This design comes from an exercise in tuning for small area, a short achievable clock period and few clock cycles per item on the open sky130 flow, not from production work.
Function was checked by simulation only, so behaviour that the tests miss may differ from the original.

==> flow/design.v (outline; a module is shown in full before it is edited, if it fits) <==
// module fe_channel: 23083 lines
module fe_channel (
    input  wire        clk,
    input  wire        rst,           
    input  wire        restart,
    input  wire        cfg_dc_en,
    input  wire [4:0]  cfg_k,         
    input  wire [1:0]  cfg_mode,      
    input  wire [5:0]  cfg_len,       
    input  wire [4:0]  cfg_sh_in,
    input  wire [4:0]  cfg_sh_dc,
    input  wire [4:0]  cfg_sh_fir,
    input  wire        coef_we,
    input  wire [3:0]  coef_addr,
    input  wire [17:0] coef_data,
    input  wire        in_valid,
    output wire        in_ready,
    input  wire [31:0] in_word,       
    input  wire        in_freeze,     
    output reg         out_valid,
    output reg  [31:0] out_word
);
  // ...
==> flow/flow/run.sh <==
#!/bin/bash
# Own layout flow: the standard.sh (ORFS, synthesis to finish) with
#  - the timing repair (floorplan, CTS, global route) asked to leave 11.5 ns of
#    setup slack at the 17 ns constraint, i.e. to work on every path longer
#    than 5.5 ns, and allowed to resize cells across footprints;
#  - ports buffered with buf_4 cells;
#  - global routing with less met1/met2 capacity (flow/fastroute.tcl);
#  - after the standard synthesis, flow/invopt.py moves inverters around the
#    full adders (a full adder is self-dual), checked by simulation.
# The constraint (constraint.sdc) and the registers are not changed.
set -euo pipefail
cd "$(dirname "$0")/.."
LIB=/OpenROAD-flow-scripts/flow/platforms/sky130hd/lib/sky130_fd_sc_hd__tt_025C_1v80.lib
sed -e 's/SETUP_SLACK_MARGIN=[-0-9.]*/SETUP_SLACK_MARGIN=11.5/' \
    -e 's|"\${@:-finish}"|MATCH_CELL_FOOTPRINT=0 FASTROUTE_TCL=$PWD/flow/fastroute.tcl "BUFFER_PORTS_ARGS=-buffer_cell sky130_fd_sc_hd__buf_4" "${@:-finish}"|' \
    standard.sh > flow_standard.sh
bash flow_standard.sh synth > synth.log 2>&1
R=orfs/results/sky130hd/fe_channel/base
cp $R/1_2_yosys.v $R/1_2_yosys_standard.v
python3 flow/invopt.py $R/1_2_yosys.v $LIB > invopt.log 2>&1 || echo "invopt failed: netlist left as synthesized" >> invopt.log
rm -f $R/1_synth.odb $R/1_synth.sdc
bash flow_standard.sh > layout.log 2>&1
==> flow/flow/fastroute.tcl <==
# Global routing for the own flow: the platform's settings, with less of met1
# and met2 offered to the global router (the detailed router needs them for
# pin access between the dense adder cells).
set_global_routing_layer_adjustment $::env(MIN_ROUTING_LAYER)-$::env(MAX_ROUTING_LAYER) 0.2
set_global_routing_layer_adjustment met1 0.4
set_global_routing_layer_adjustment met2 0.3

set_routing_layers -clock $::env(MIN_CLK_ROUTING_LAYER)-$::env(MAX_ROUTING_LAYER)
set_routing_layers -signal $::env(MIN_ROUTING_LAYER)-$::env(MAX_ROUTING_LAYER)
==> flow/standard.sh <==
#!/bin/bash
# synth_recipe.tcl (not shown) runs the flow's synth.tcl, then flattens the netlist and writes it again
# the make line also repeats each setting of config.mk as NAME=value (left out here)
make -C /OpenROAD-flow-scripts/flow DESIGN_CONFIG=/design/flow/config.mk WORK_HOME=/design/flow/orfs CLKGATE_MAP_FILE= SYNTH_SCRIPT=/design/flow/synth_recipe.tcl "${@:-finish}"
==> flow/config.mk <==
export PLATFORM = sky130hd
export DESIGN_NAME = fe_channel
export DESIGN_NICKNAME = fe_channel
export VERILOG_FILES = /design/flow/design.v
export SDC_FILE = /design/flow/constraint.sdc
export NUM_CORES = 4
export LEC_CHECK = 0
export ABC_AREA = 1
export CAP_MARGIN = 20
export CELL_PAD_IN_SITES_DETAIL_PLACEMENT = 1
export CORE_MARGIN = 2
export CORE_UTILIZATION = 30
export PLACE_DENSITY = 0.4
export SETUP_SLACK_MARGIN = 0.5
export SLEW_MARGIN = 20
==> flow/constraint.sdc <==
create_clock -name core_clock -period 17.0 [get_ports {clk}]
set_input_delay 3.4000 -clock core_clock [delete_from_list [all_inputs] [get_ports {clk}]]
set_output_delay 3.4000 -clock core_clock [all_outputs]
set_load 0.01 [all_outputs]
Not shown: flow/flow/invopt.py
==> run notes, run 1 <==
Hold Buf Count CTS 0; via-per-instance ratio 5.62; status failed layout checks; R2R depth 21; Die Ht 962 um; Crit Path Class register to register; vias in the first global route 237000; Final Max Tran Viols 145; layout check faults capacitance limit, slew limit; gp weighted congestion 1.08; GR Util met1 60.3%; multi-input gate share of the layout cell area 56.6%; multi-input logic area 176000 um2; Routed WL 1950000 um; fmax 182 MHz; io pins 123; wire per inst 48.4 um; Largest area class, layout multi-input gates; max_cap viols 5; CP top delay family compound AO/OA/AOI/OAI gates; layout cells sized above 1 7.68%; most frequent cells in the layout xor2_1, o22ai_1, fa_1; GR Util met3 26.8%; Nets 31300; WL met2 747000 um; Signal buffers 956
Testbench counts, summed over its fixed seeds: cycles 4,944, items 4,800.
==> run 2, diff against run 1 <==
--- a/flow/design.v
+++ b/flow/design.v
@@ -100,62 +100,65 @@
     wire signed [24:0] in_t_a4 = in_t_1 >>> 16;
     wire signed [24:0] in_t_a5 = in_t_1 >>> 20;
     wire signed [24:0] in_t_a6 = in_t_1 >>> 24;
     wire signed [24:0] in_t_a7 = in_t_1 >>> 28;
     wire signed [24:0] in_t = ({25{in_t_sa[0]}} & in_t_a0) | ({25{in_t_sa[1]}} & in_t_a1) | ({25{in_t_sa[2]}} & in_t_a2) | ({25{in_t_sa[3]}} & in_t_a3) | ({25{in_t_sa[4]}} & in_t_a4) | ({25{in_t_sa[5]}} & in_t_a5) | ({25{in_t_sa[6]}} & in_t_a6) | ({25{in_t_sa[7]}} & in_t_a7);
     wire signed [25:0] in_t1 = in_t + 26'sd1;
     reg               v1;
     reg signed [23:0] x0;
+    reg signed [47:0] dc_xk;          
+    wire signed [23:0] x0n = in_t1[24:1];
+    wire [4:0]        dc_ls = 5'd24 - k_sh;
+    reg  [3:0] xkn_sb;
+    reg  [7:0] xkn_sa;
+    always @(posedge clk) begin
+        for (i = 0; i < 4; i = i + 1) xkn_sb[i] <= (dc_ls[1:0] == i);
+        for (i = 0; i < 8; i = i + 1) xkn_sa[i] <= (dc_ls[4:2] == i);
+    end
+    wire [47:0] xkn_i = {{24{x0n[23]}}, x0n};
+    wire [47:0] xkn_1 = ({48{xkn_sb[0]}} & (xkn_i << 0)) | ({48{xkn_sb[1]}} & (xkn_i << 1)) | ({48{xkn_sb[2]}} & (xkn_i << 2)) | ({48{xkn_sb[3]}} & (xkn_i << 3));
+    wire [47:0] xkn = ({48{xkn_sa[0]}} & (xkn_1 << 0)) | ({48{xkn_sa[1]}} & (xkn_1 << 4)) | ({48{xkn_sa[2]}} & (xkn_1 << 8)) | ({48{xkn_sa[3]}} & (xkn_1 << 12)) | ({48{xkn_sa[4]}} & (xkn_1 << 16)) | ({48{xkn_sa[5]}} & (xkn_1 << 20)) | ({48{xkn_sa[6]}} & (xkn_1 << 24)) | ({48{xkn_sa[7]}} & (xkn_1 << 28));
     reg [3:0]         f1;
     reg               frz1;
     always @(posedge clk) begin
         v1   <= v0 & ~clr_q;
-        x0   <= in_t1[24:1];
+        x0   <= x0n;
+        dc_xk <= xkn;
         f1   <= f_r;
         frz1 <= frz_r;
     end
     reg signed [47:0] m;
     reg               m_valid;
     wire signed [47:0] dc_x    = {x0, 24'd0};
     reg  [3:0]         dc_sb;
     reg  [7:0]         dc_sa;
     reg  [31:0]        dc_mask;
     always @(posedge clk) begin
         for (i = 0; i < 4; i = i + 1) dc_sb[i] <= (k_sh[1:0] == i);
         for (i = 0; i < 8; i = i + 1) dc_sa[i] <= (k_sh[4:2] == i);
         dc_mask <= ~(32'hFFFFFFFF << k_sh);
     end
-    wire signed [47:0] dc_m1, dc_mk, dc_x1, dc_xk;
+    wire signed [47:0] dc_m1, dc_mk;
     wire signed [47:0] dc_ms [0:3];
     wire signed [47:0] dc_mt [0:7];
-    wire signed [47:0] dc_xs [0:3];
-    wire signed [47:0] dc_xt [0:7];
     generate
         for (gi = 0; gi < 4; gi = gi + 1) begin : g_dcs
             assign dc_ms[gi] = m >>> gi;
-            assign dc_xs[gi] = dc_x >>> gi;
         end
         for (gi = 0; gi < 8; gi = gi + 1) begin : g_dct
             assign dc_mt[gi] = dc_m1 >>> (4 * gi);
-            assign dc_xt[gi] = dc_x1 >>> (4 * gi);
         end
     endgenerate
     assign dc_m1 = ({48{dc_sb[0]}} & dc_ms[0]) | ({48{dc_sb[1]}} & dc_ms[1]) |
                    ({48{dc_sb[2]}} & dc_ms[2]) | ({48{dc_sb[3]}} & dc_ms[3]);
-    assign dc_x1 = ({48{dc_sb[0]}} & dc_xs[0]) | ({48{dc_sb[1]}} & dc_xs[1]) |
-                   ({48{dc_sb[2]}} & dc_xs[2]) | ({48{dc_sb[3]}} & dc_xs[3]);
     assign dc_mk = ({48{dc_sa[0]}} & dc_mt[0]) | ({48{dc_sa[1]}} & dc_mt[1]) |
                    ({48{dc_sa[2]}} & dc_mt[2]) | ({48{dc_sa[3]}} & dc_mt[3]) |
                    ({48{dc_sa[4]}} & dc_mt[4]) | ({48{dc_sa[5]}} & dc_mt[5]) |
                    ({48{dc_sa[6]}} & dc_mt[6]) | ({48{dc_sa[7]}} & dc_mt[7]);
-    assign dc_xk = ({48{dc_sa[0]}} & dc_xt[0]) | ({48{dc_sa[1]}} & dc_xt[1]) |
-                   ({48{dc_sa[2]}} & dc_xt[2]) | ({48{dc_sa[3]}} & dc_xt[3]) |
-                   ({48{dc_sa[4]}} & dc_xt[4]) | ({48{dc_sa[5]}} & dc_xt[5]) |
-                   ({48{dc_sa[6]}} & dc_xt[6]) | ({48{dc_sa[7]}} & dc_xt[7]);
     wire               dc_z    = ~|(m[31:0] & dc_mask);
     wire [47:0]        dc_o3   = ~dc_mk;
     wire [47:0]        dc_cs   = m ^ dc_xk ^ dc_o3;
     wire [47:0]        dc_cc   = (m & dc_xk) | (m & dc_o3) | (dc_xk & dc_o3);
     wire [47:0]        dc_cc1  = {dc_cc[46:0], 1'b0};
     wire [47:0] dc_mn_g0 = dc_cs & dc_cc1;
     wire [47:0] dc_mn_p0 = dc_cs ^ dc_cc1;
     wire [47:0] dc_mn_g1 = {dc_mn_g0[47:1] | (dc_mn_p0[47:1] & dc_mn_g0[46:0]), dc_mn_g0[0:0]};
==> flow/flow/run.sh (replaced) <==
#!/bin/bash
# Own layout flow: the standard.sh (ORFS, synthesis to finish) with
#  - the timing repair (floorplan, CTS, global route) asked to leave 11.5 ns of
#    setup slack at the 17 ns constraint, i.e. to work on every path longer
#    than 5.5 ns, and allowed to resize cells across footprints;
#  - ports buffered with buf_4 cells;
#  - global routing with less met1/met2 capacity (flow/fastroute.tcl);
#  - clock tree sinks clustered by 20 within 50 um, without dummy loads;
#  - after the standard synthesis, flow/invopt.py moves inverters around the
#    full adders (a full adder is self-dual), checked by simulation.
# The constraint (constraint.sdc) and the registers are not changed.
set -euo pipefail
cd "$(dirname "$0")/.."
LIB=/OpenROAD-flow-scripts/flow/platforms/sky130hd/lib/sky130_fd_sc_hd__tt_025C_1v80.lib
sed -e 's/SETUP_SLACK_MARGIN=[-0-9.]*/SETUP_SLACK_MARGIN=11.5/' \
    -e 's|"\${@:-finish}"|MATCH_CELL_FOOTPRINT=0 FASTROUTE_TCL=$PWD/flow/fastroute.tcl "CTS_ARGS=-sink_clustering_enable -repair_clock_nets -sink_clustering_size 20 -sink_clustering_max_diameter 50 -dont_use_dummy_load" "BUFFER_PORTS_ARGS=-buffer_cell sky130_fd_sc_hd__buf_4" "${@:-finish}"|' \
    standard.sh > flow_standard.sh
bash flow_standard.sh synth > synth.log 2>&1
R=orfs/results/sky130hd/fe_channel/base
cp $R/1_2_yosys.v $R/1_2_yosys_standard.v
python3 flow/invopt.py $R/1_2_yosys.v $LIB > invopt.log 2>&1 || echo "invopt failed: netlist left as synthesized" >> invopt.log
rm -f $R/1_synth.odb $R/1_synth.sdc
bash flow_standard.sh > layout.log 2>&1
==> flow/config.mk (replaced) <==
export PLATFORM = sky130hd
export DESIGN_NAME = fe_channel
export DESIGN_NICKNAME = fe_channel
export VERILOG_FILES = /design/flow/design.v
export SDC_FILE = /design/flow/constraint.sdc
export NUM_CORES = 4
export LEC_CHECK = 0
export ABC_AREA = 1
export CAP_MARGIN = 20
export CORE_MARGIN = 2
export CORE_UTILIZATION = 38
export PLACE_DENSITY = 0.45
export SETUP_SLACK_MARGIN = 0.5
export SLEW_MARGIN = 20
==> run 2 against run 1 <==
The layout still fails its checks (capacitance limit, slew limit); routed wire length decreased by 6.8%; worst setup slack worse by 0.34 ns; first-iteration DRC count rose by 30%; via count grew 2.3%; cell count fell by 5.7%; utilization is 8.2 points higher; hold slack better by 0.0070 ns; cell area shrank 0.74%; critical path depth shrank 13; register-to-register slack worse by 0.34 ns; largest cell class unchanged.
==> run notes, run 2 <==
status failed layout checks (unchanged); DR iter-0 viols 23700 (was 18300); Area Growth Syn to Fin 10.8% (was 13.1%); Tot GR Track Use 54.9% (was 47.1%); Post-route DRC 0 (unchanged); Post-DP Area 291000 um2 (about the same); CTS tree built (unchanged); Setup TNS 0 ns (unchanged); io pins 123 (unchanged); Max Clock Skew 0.121 ns (was 0.109 ns); Mapped Area 279000 um2 (was 275000 um2); Post-Place Setup Slack 10.29 ns (was 10.05 ns); max_cap viols 4 (was 5); Fin. Hold Viols 0 (unchanged); Crit. End Element register (unchanged); wire per inst 47.9 um (was 48.4 um); crit-path most repeated cell fa_1; # H-tree levels 6 (was 5); Core Util, Final 42.3% (was 34.0%); worst-path cell chain clkinvlp_4 > o22ai_1 > xor2_1 > fa_1 > fa_1 > fa_1 > fa_1 > inv_1 (was clkinvlp_4 > buf_12 > clkbuf_16 > o22ai_1 > nor2_2 > inv_1 > a211oi_1 > o2111ai_1 > fa_1 > ha_1 > a21oi_1 > inv_1 > a21oi_1 > nor3_1 > nor2_1 > o21ai_0 > a211oi_1 > nand3_2 > or2_2 > nand3_1 > o21ai_0); die area 740000 um2 (was 925000 um2); Syn Inst Count 27600 (was 27100); CP peak stage delay 1.35 ns (was 0.54 ns); initial antenna violation count 321 (was 342); Reg clk slew, reported paths 0.05 ns (was 0.06 ns); largest net degree at the start of global routing 147 (was 139); die span in x 860 um (was 962 um); period utilization 34.3% (was 32.3%); most common cell after layout, fill and taps aside xor2_1 (unchanged); vias in the first global route 233000 (was 237000); final instance area 309000 um2 (was 311000 um2); layout check faults capacitance limit, slew limit (unchanged); CP Launch Type register (unchanged); most frequent cells in the layout xor2_1, fa_1, o22ai_1 (was xor2_1, o22ai_1, fa_1); global-route wire length before repair 2330000 um (was 2490000 um); biggest regs acc x48, dc_xk x48, m x48 (was acc x48, m x48); Crit Path Class register to register (unchanged); final worst slack 11.16 ns (was 11.50 ns); Clock Latency Late Sink 1.22 ns (was 1.16 ns); Final Max Tran Viols 64 (was 145); Clock Sink Count 3507 (was 3451); DP HPWL 1490000 um (was 1620000 um); Tmin final 5.84 ns (was 5.50 ns); fillers 71300 (was 102000); fmax 171 MHz (was 182 MHz); gp weighted congestion 1.13 (was 1.08); final setup fails 0 (unchanged); via count 231000 (was 226000); Nets 31900 (was 31300); Routed WL 1820000 um (was 1950000 um); YS warnings 2 (unchanged); multi-input logic area 178000 um2 (was 176000 um2); CORE AREA 731000 um2 (was 914000 um2); CP arrival 6.89 ns (was 6.34 ns); clock buffer depth 4 (was 5); slowest cell on the critical path fa_1 (unchanged); CTS Buf Count 569 (was 472); CTS Root Cell clkbuf_16 (unchanged); initial cell density of the core 38.1% (was 30.1%); layout cells sized above 1 6.75% (was 7.68%); Mapped Avg Cell Area 10.1 um2 (was 10.2 um2); measured slew at the worst slew-check pin 1.60 ns (was 1.81 ns); RSZ-0062 raised after global routing true (unchanged); Port-buffer cells 114 (unchanged); Slew HR -6.51% (was -20.6%); Die Ht 860 um (was 962 um); FF/Latch Area 82700 um2 (was 81600 um2); total grt overflow 0 (unchanged); CP max FO 18 (was 34); HP Class register to register (unchanged); Critical Path RT 18.06 ns (was 17.85 ns); ANT nets after route 0 (unchanged); DR pass1 iterations 9 (was 6); via-per-instance ratio 6.10 (was 5.62); # rows 314 (was 351)
run 2: what timing repair did:
item	4_1_cts	5_1_grt
setup endpoints to repair	43	87
buffers inserted	3	24
gates resized for setup	70	99
hold endpoints to repair	0	0
pin swaps	3	6
hold buffers	0	0
cloned	1	3
run 2: worst max-delay path: cells and delay by family, from the launching register on:
kind                     cells  cell delay (ns)
flip-flops                   1             1.19
AO/OA/AOI/OAI                1             0.36
XOR/XNOR                     1             0.14
buffers and inverters        2             0.97
adder cells (fa/ha/maj)      4             3.06
run 2: layer usage:
layer,routed length (um),vias to the layer above,share of wire [%],track usage [%]
li1,-,92900,-,-
met1,629000,117000,35,67.2
met2,651000,16600,36,68.3
met3,328000,4636,18,38.8
met4,198000,234,11,42.9
met5,9300,-,0.51,12.9
run 2: final timing paths:
check / startpoint / to / slack [ns] / cells past startpoint
worst max-delay path: pa14[1] / tq6146 / 11.16 / 8
worst min register to register: frz_r / frz1 / 0.33 / 0
worst max register to register: pa14[1] / tq6146 / 11.16 / 8
worst min-delay path: frz_r / frz1 / 0.33 / 0
run 2: metrics by stage:
| stage | std cells | hold WS (ns) |
|---|---|---|
| floorplan | 27600 | 0.310 |
| global placement | 36500 | 0.313 |
| global route | 37700 | 0.332 |
| CTS | 37000 | 0.326 |
| detailed placement | 36500 | 0.312 |
| finish | 37900 | 0.326 |
run 2: final cells by class:
class	count	area share, %
diodes	831	0.673
clock buffers	569	4.61
inverters	3479	4.26
multi-input cells	19000	57.5
flip-flops and latches	3507	26.8
well taps	9638	3.91
repair buffers	894	2.26
repair inverters	2	0.00486
Testbench counts of run 2, summed over its fixed seeds: cycles 4,944, items 4,800.
==> run 3, diff against run 2 <==
--- a/flow/config.mk
+++ b/flow/config.mk
@@ -6,9 +6,9 @@
 export NUM_CORES = 4
 export LEC_CHECK = 0
 export ABC_AREA = 1
-export CAP_MARGIN = 20
+export CAP_MARGIN = 50
 export CORE_MARGIN = 2
 export CORE_UTILIZATION = 38
 export PLACE_DENSITY = 0.45
 export SETUP_SLACK_MARGIN = 0.5
-export SLEW_MARGIN = 20
+export SLEW_MARGIN = 50
==> run 3 against run 2 <==
Hold slack lost 0.0029 ns; critical path type unchanged; clock skew grew 0.0055 ns; critical endpoint is now tq6172; sequential share of layout area shrank 0.20 points; synthesized area is the same; utilization grew 0.37 points; routed wire length grew 0.11%; now clean on timing, DRC and antenna; largest cell class unchanged.
==> run notes, run 3 <==
gp weighted congestion 1.13 (unchanged); Nets 32000 (was 31900); RSZ-0062 raised after global routing true (unchanged); CP Launch Type register (unchanged); crit-path most repeated cell fa_1 (unchanged); CORE AREA 731000 um2 (unchanged); via count 231000 (about the same); Register-to-Register Setup Slack 11.66 ns (was 11.16 ns); Fin. Hold Viols 0 (unchanged); initial antenna violation count 328 (was 321); measured slew at the worst slew-check pin 1.08 ns (was 1.60 ns); fillers 70800 (was 71300); Die Ht 860 um (unchanged); die span in x 860 um (unchanged); DR iter-0 viols 23600 (was 23700); biggest regs acc x48, dc_xk x48, m x48 (unchanged); final worst slack 11.66 ns (was 11.16 ns); Final Max Tran Viols 0 (was 64); Crit. End Element register (unchanged); Crit. Startpoint cb12[2] (was pa14[1]); io pins 123 (unchanged); Crit Reg-Reg Startpoint cb12[2] (was pa14[1]); DP HPWL 1500000 um (was 1490000 um); die area 740000 um2 (unchanged); layout cells sized above 1 9.26% (was 6.75%); # rows 314 (unchanged); period utilization 31.4% (was 34.3%); multi-input logic area 179000 um2 (was 178000 um2); Slew HR 27.7% (was -6.51%); Mapped Area 279000 um2 (unchanged); Setup TNS 0 ns (unchanged); DR pass1 iterations 6 (was 9); CP max FO 10 (was 18); FF/Latch Area 82800 um2 (was 82700 um2); Syn Inst Count 27600 (unchanged); largest net degree at the start of global routing 91 (was 147); max_cap viols 0 (was 4); CP peak stage delay 1.07 ns (was 1.35 ns); CTS tree built (unchanged); Tmin final 5.34 ns (was 5.84 ns); via-per-instance ratio 6.08 (was 6.10); GR Util met3 39.5% (was 38.8%); final setup fails 0 (unchanged); hold_sp f_r[1] (was frz_r); YS warnings 2 (unchanged); Post-route DRC 0 (unchanged); Critical Path RT 18.11 ns (was 18.06 ns); Clock Sink Count 3507 (unchanged); Post-Place Setup Slack 10.53 ns (was 10.29 ns); most frequent cells in the layout xor2_1, o22ai_1, fa_1 (was xor2_1, fa_1, o22ai_1); ANT nets after route 0 (unchanged); global-route wire length before repair 2330000 um (about the same); CTS Root Cell clkbuf_16 (unchanged); grt peak-use layer met2 (unchanged); hold slack 0.324 ns (was 0.326 ns); Port-buffer cells 114 (unchanged); CTS Buf Count 569 (unchanged); CP arrival 6.45 ns (was 6.89 ns); HP Class register to register (unchanged); most common cell after layout, fill and taps aside xor2_1 (unchanged); Max Clock Skew 0.126 ns (was 0.121 ns); GR Util met1 66.8% (was 67.2%); status no timing/DRC/antenna violations (was failed layout checks); initial cell density of the core 38.1% (unchanged); Clock Latency Late Sink 1.21 ns (was 1.22 ns); fmax 187 MHz (was 171 MHz); vias in the first global route 233000 (about the same); Mapped Avg Cell Area 10.1 um2 (unchanged); # H-tree levels 6 (unchanged); Reg clk slew, reported paths 0.06 ns (was 0.05 ns); Crit Path Class register to register (unchanged); slowest cell on the critical path fa_1 (unchanged); Routed WL 1820000 um (about the same); Area Growth Syn to Fin 11.8% (was 10.8%); clock buffer depth 4 (unchanged); total grt overflow 0 (unchanged); worst-path cell chain buf_4 > inv_1 > buf_4 > xor2_1 > fa_1 > fa_1 > fa_1 > fa_1 > inv_1 (was clkinvlp_4 > o22ai_1 > xor2_1 > fa_1 > fa_1 > fa_1 > fa_1 > inv_1); Tot GR Track Use 54.9% (about the same); wire per inst 47.8 um (was 47.9 um); met2 usage in global routing 68.2% (was 68.3%)
## run 3: through the flow
step	instance area [um2]	std cells	utilization, %
2_1_floorplan	279000	27600	-
3_3_place_gp	291000	36500	39.8
3_5_place_dp	294000	36500	40.2
4_1_cts	308000	37100	42.2
5_1_grt	311000	37800	42.6
6_report	311000	38000	42.6
## run 3: final cells by class
cell class	instances	area share, %
multi-input combinational	19000	57.4
sequential	3507	26.6
clock buffer	569	4.57
inverter	3479	4.20
tap	9638	3.87
timing repair buffer	985	2.71
antenna	872	0.701
## run 3: critical path, delay by kind of cell (launching register included)
family	cells	cell delay (ns)
xor gates and xnor gates	1	0.21
adders and majority gates	4	3.07
buffers and inverters	4	1.13
DFF	1	0.82
## run 3: per-layer routing
layer  up-vias  part of all wire, %
li1      93100                    -
met1    117000                   35
met2     16300                   36
met3      4748                   18
met4       226                   11
met5         -                 0.57
## run 3: what timing repair did
| action | in CTS | in global routing |
|---|---|---|
| hold buffers | 0 | 0 |
| setup buffers | 6 | 8 |
| gates resized for setup | 54 | 61 |
| cloned | 0 | 2 |
| pin swaps | 2 | 5 |
| setup endpoints to repair | 34 | 31 |
## run 3: worst paths after layout
check | end | cells after the start
setup reg to reg | tq6172 | 9
hold / removal | f1[1] | 0
setup / recovery | tq6172 | 9
hold reg to reg | f1[1] | 0
==> run 4, diff against run 3 <==
--- a/flow/config.mk
+++ b/flow/config.mk
@@ -8,7 +8,7 @@
 export ABC_AREA = 1
 export CAP_MARGIN = 50
 export CORE_MARGIN = 2
-export CORE_UTILIZATION = 38
-export PLACE_DENSITY = 0.45
+export CORE_UTILIZATION = 42
+export PLACE_DENSITY = 0.5
 export SETUP_SLACK_MARGIN = 0.5
 export SLEW_MARGIN = 50
==> run 4 against run 3 <==
Synthesized cell count is the same; cell count shrank 2.8%; non-clock buffer count shrank 117; utilization grew 3.9 points; routed wire length shrank 5.2%; cell area shrank 1.1%.
==> run notes, run 4 <==
status no timing/DRC/antenna violations (unchanged); most frequent cells in the layout xor2_1, o22ai_1, fa_1 (unchanged); gp weighted congestion 1.18 (was 1.13); final instance area 308000 um2 (was 311000 um2); Syn Inst Count 27600 (unchanged); Post-route DRC 0 (unchanged); CP Launch Type register (unchanged); HP Class register to register (unchanged); Fin. Hold Viols 0 (unchanged); Crit. End Element register (unchanged); initial antenna violation count 297 (was 328); biggest regs acc x48, dc_xk x48, m x48 (unchanged); Slew HR 15.5% (was 27.7%); Post-DP Area 291000 um2 (was 294000 um2); Area Growth Syn to Fin 10.5% (was 11.8%); Clock Sink Count 3507 (unchanged); vias in the first global route 234000 (was 233000); CTS tree built (unchanged); wire per inst 46.6 um (was 47.8 um); fillers 62600 (was 70800); via-per-instance ratio 6.33 (was 6.08); Port-buffer cells 114 (unchanged); Routed WL 1720000 um (was 1820000 um); hold slack 0.301 ns (was 0.324 ns); Mapped Area 279000 um2 (unchanged); initial cell density of the core 42.1% (was 38.1%); layout cells sized above 1 8.75% (was 9.26%); YS warnings 2 (unchanged); max_cap viols 0 (unchanged); DR pass1 iterations 9 (was 6); ANT nets after route 0 (unchanged); CP arrival 6.39 ns (was 6.45 ns); Tmin final 5.33 ns (was 5.34 ns); DP Cell Count 35500 (was 36500); Reg clk slew, reported paths 0.07 ns (was 0.06 ns); fmax 188 MHz (was 187 MHz); DP HPWL 1390000 um (was 1500000 um); # rows 299 (was 314); DR iter-0 viols 24500 (was 23600); Clock Latency Late Sink 1.24 ns (was 1.21 ns); via count 234000 (was 231000); Metal-1 WL 574000 um (was 628000 um); io pins 123 (unchanged); total grt overflow 0 (unchanged); Max Used Layer met5 (unchanged); Max Clock Skew 0.157 ns (was 0.126 ns); period utilization 31.3% (was 31.4%); global-route wire length before repair 2230000 um (was 2330000 um); most common cell after layout, fill and taps aside xor2_1 (unchanged); die span in x 818 um (was 860 um); clock buffer depth 4 (unchanged); Die Ht 818 um (was 860 um); die area 670000 um2 (was 740000 um2); Setup TNS 0 ns (unchanged); # H-tree levels 6 (unchanged); Crit Path Class register to register (unchanged); final setup fails 0 (unchanged); Nets 31900 (was 32000); measured slew at the worst slew-check pin 1.27 ns (was 1.08 ns); WL met2 617000 um (was 649000 um); CTS Buf Count 531 (was 569); Tot GR Track Use 57.5% (was 54.9%); CP max FO 10 (unchanged); RSZ-0062 raised after global routing true (unchanged); largest net degree at the start of global routing 128 (was 91); Mapped Avg Cell Area 10.1 um2 (unchanged); Final Max Tran Viols 0 (unchanged); Critical Path RT 18.06 ns (was 18.11 ns); CTS Root Cell clkbuf_16 (unchanged); Hold Buf Count CTS 0 (unchanged); wire length on met3 318000 um (was 330000 um); Finished Layout Cells 37000 (was 38000); CORE AREA 662000 um2 (was 731000 um2)
run 4: metal layers:
metal  GRT usage [%]  up-vias
met5            19.9        -
met4            46.5      261
met3            41.9     5636
met2            71.3    18300
met1            67.9   117000
li1                -    92800
run 4: per-stage QoR:
step	utilization (%)	setup slack [ns]
floorplan	-	4.49
global placement	43.7	10.60
detailed placement	44.0	10.81
CTS	46.0	11.43
global route	46.5	11.46
finish	46.5	11.67
run 4: worst max-delay path: stages, from the launching register on:
cell	delay [ns]
dfxtp_1	0.77
clkinv_1	0.58
o22ai_1	0.29
xor2_1	0.43
fa_1	0.59
fa_1	0.84
fa_1	0.54
inv_1	0.58
fa_1	0.53
run 4: path summary, 6_finish.rpt:
path | cells past startpoint | slack, ns | from | to
setup reg to reg | 8 | 11.67 | pa1[24] | tq6489
setup / recovery | 8 | 11.67 | pa1[24] | tq6489
hold / removal | 0 | 0.30 | f1[1] | f2[1]
hold reg to reg | 0 | 0.30 | f1[1] | f2[1]
run 4: layout make-up:
class	count	area, um2	share of cell area [%]
flip-flops and latches	3507	82800	26.9
clock buffers	531	13300	4.31
diodes	873	2180	0.709
repair buffers	868	7350	2.39
multi-input cells	19000	178000	57.9
inverters	3479	13100	4.25
well taps	8729	10900	3.55
run 4: repair_timing:
| item | CTS | global route |
|---|---|---|
| cloned | 0 | 2 |
| pin swaps | 0 | 2 |
| resized for setup | 48 | 71 |
| endpoints found under the setup margin | 32 | 31 |
| buffers inserted | 0 | 12 |
==> run 5, diff against run 4 <==
--- a/flow/config.mk
+++ b/flow/config.mk
@@ -7,8 +7,9 @@
 export LEC_CHECK = 0
 export ABC_AREA = 1
 export CAP_MARGIN = 50
+export CELL_PAD_IN_SITES_DETAIL_PLACEMENT = 1
 export CORE_MARGIN = 2
-export CORE_UTILIZATION = 42
-export PLACE_DENSITY = 0.5
+export CORE_UTILIZATION = 30
+export PLACE_DENSITY = 0.4
 export SETUP_SLACK_MARGIN = 0.5
 export SLEW_MARGIN = 50
==> run 5 against run 4 <==
Die area is 40% higher; cell count increased by 9.7%; critical endpoint is now m[37]; clock skew shrank 0.019 ns.
==> run notes, run 5 <==
most common cell after layout, fill and taps aside xor2_1 (unchanged); Critical Path RT 17.72 ns (was 18.06 ns); CTS Buf Count 631 (was 531); CP max FO 25 (was 10); largest net degree at the start of global routing 83 (was 128); clock buffer depth 5 (was 4); RSZ-0062 raised after global routing false (was true); Nets 32000 (was 31900); status no timing/DRC/antenna violations (unchanged); Routed WL 1880000 um (was 1720000 um); # rows 354 (was 299); initial cell density of the core 30.0% (was 42.1%); Metal-1 WL 688000 um (was 574000 um); Setup TNS 0 ns (unchanged); Max Used Layer met5 (unchanged); Crit Reg-Reg Startpoint xkn_sb[0] (was pa1[24]); die span in x 968 um (was 818 um); DP Cell Count 39200 (was 35500); # H-tree levels 6 (unchanged); Die Ht 968 um (was 818 um); DR iter-0 viols 19100 (was 24500); CTS tree built (unchanged); Mapped Area 279000 um2 (unchanged); gp weighted congestion 1.10 (was 1.18); max_cap viols 0 (unchanged); WL met2 712000 um (was 617000 um); worst r2r dst m[37] (was tq6489); Post-route DRC 0 (unchanged); io pins 123 (unchanged); Port-buffer cells 114 (unchanged); CORE AREA 927000 um2 (was 662000 um2); period utilization 31.1% (was 31.3%); Area Growth Syn to Fin 13.1% (was 10.5%); biggest regs acc x48, dc_xk x48, m x48 (unchanged); Register-to-Register Setup Slack 11.71 ns (was 11.67 ns); hold slack 0.309 ns (was 0.301 ns); CP Launch Type register (unchanged); measured slew at the worst slew-check pin 1.07 ns (was 1.27 ns); wire length on met3 279000 um (was 318000 um); slowest cell on the critical path ha_1 (was fa_1); Worst Hold End out_word[3] (was f2[1]); Slew HR 28.4% (was 15.5%); final worst slack 11.71 ns (was 11.67 ns); wire per inst 46.3 um (was 46.6 um); total grt overflow 0 (unchanged); vias in the first global route 241000 (was 234000); most frequent cells in the layout xor2_1, o22ai_1, fa_1 (unchanged); HP Class register to register (unchanged); Crit. End Element register (unchanged); Reg clk slew, reported paths 0.06 ns (was 0.07 ns); die area 936000 um2 (was 670000 um2); hold depth 0 (unchanged); initial antenna violation count 285 (was 297); Tot GR Track Use 44.7% (was 57.5%); DP HPWL 1550000 um (was 1390000 um); crit-path most repeated cell inv_1 (was fa_1); Post-Place Setup Slack 10.72 ns (was 10.81 ns); Syn Inst Count 27600 (unchanged); global-route wire length before repair 2420000 um (was 2230000 um); Crit Path Class register to register (unchanged); Clock Latency Late Sink 1.11 ns (was 1.24 ns); layout cells sized above 1 9.30% (was 8.75%); Fin. Hold Viols 0 (unchanged); Max Clock Skew 0.138 ns (was 0.157 ns); CP arrival 6.01 ns (was 6.39 ns); Mapped Avg Cell Area 10.1 um2 (unchanged); R2R depth 26 (was 8); final setup fails 0 (unchanged); CP peak stage delay 0.44 ns (was 0.84 ns); fmax 189 MHz (was 188 MHz); Finished Layout Cells 40600 (was 37000); hold_sp spf5[1] (was f1[1]); Clock Sink Count 3507 (unchanged); Final Max Tran Viols 0 (unchanged); via-per-instance ratio 5.67 (was 6.33); DR pass1 iterations 6 (was 9); CTS Root Cell clkbuf_16 (unchanged); via count 230000 (was 234000); YS warnings 2 (unchanged); ANT nets after route 0 (unchanged); Tmin final 5.29 ns (was 5.33 ns)
==> run 5: cell type report <==
type,instances,area (um2)
Inverter,3479,13100
Tap cell,12300,15400
Antenna cell,739,1850
Timing Repair Buffer,943,7820
Clock buffer,631,15800
Multi-Input combinational cell,19000,178000
Sequential cell,3507,82800
Fill cell,103000,612000
==> run 5: what timing repair did <==
item                                    in CTS  in global routing
gates cloned                                 1                  1
endpoints found under the setup margin      34                 30
pin swaps                                    3                  5
hold buffers                                 0                  0
buffers inserted                             3                 11
resized for setup                           65                 72
==> run 5: worst max-delay path, delay by kind of cell, from the launching register on <==
family / cells / cell delay, ns
AO/OA/AOI/OAI: 8 / 1.49
flip-flops: 1 / 0.30
AND/OR/NAND/NOR: 9 / 1.35
adder cells (fa/ha/maj): 2 / 0.87
buffers and inverters: 7 / 0.98
==> run 5: how the worst max path moves through the flow <==
stage	cells past startpoint	endpoint	slack [ns]	start
3_5_place_dp	21	m[43]	10.72	xkn_sb[0]
4_1_cts	22	m[38]	11.51	xkn_sb[0]
5_1_grt	26	m[37]	11.47	xkn_sb[0]
3_3_place_gp	22	m[43]	10.25	dc_sb[1]
2_1_floorplan	3	dl0[0]	4.49	clr_q
6_report	26	m[37]	11.71	xkn_sb[0]
==> run 5: routing by layer <==
| layer | global-route usage [%] | up-vias |
|---|---|---|
| li1 | - | 92900 |
| met1 | 57.1 | 120000 |
| met2 | 59.6 | 12800 |
| met3 | 26.1 | 3995 |
| met4 | 33.0 | 150 |
| met5 | 4.07 | - |
==> run 5: metrics by stage <==
stage	util, %	area, um2
6_report	34.0	315000
5_1_grt	33.9	314000
3_5_place_dp	32.0	296000
4_1_cts	33.7	312000
3_3_place_gp	31.7	294000
2_1_floorplan	-	279000

[port drivers added, routing unchanged]
The flow's constraints put no driver on any port. The routed layouts listed below were extracted and timed again, unchanged, in two steps. Step 1 assumes that a clkbuf_16 drives the clock port and a buf_2 every other input. Step 2 moves the port delays by t, midway between the first and last clock arrival at a register: inputs arrive t later, outputs are due t later. That takes back most of the time a late clock gives input paths. Three values: no drivers, after step 1, after step 2; two values: the first two.
run | t, ns | setup WS [ns] | latest minus earliest clock arrival (ns) | cell pins on the clock port's net
run 1 | 1.268 | 11.505 / 11.505 / 11.505 | 0.116 / 0.116 | 1
run 2 | 1.319 | 11.164 / 11.164 / 11.164 | 0.139 / 0.139 | 1
run 3 | 1.308 | 11.656 / 11.656 / 11.656 | 0.131 / 0.130 | 1
run 4 | 1.313 | 11.672 / 11.672 / 11.666 | 0.169 / 0.169 | 1
run 5 | 1.216 | 11.713 / 11.713 / 11.627 | 0.149 / 0.149 | 1
For run 5, which loses most, drivers alone change the setup slack by 0.000 ns; drivers and shift together by -0.086 ns.
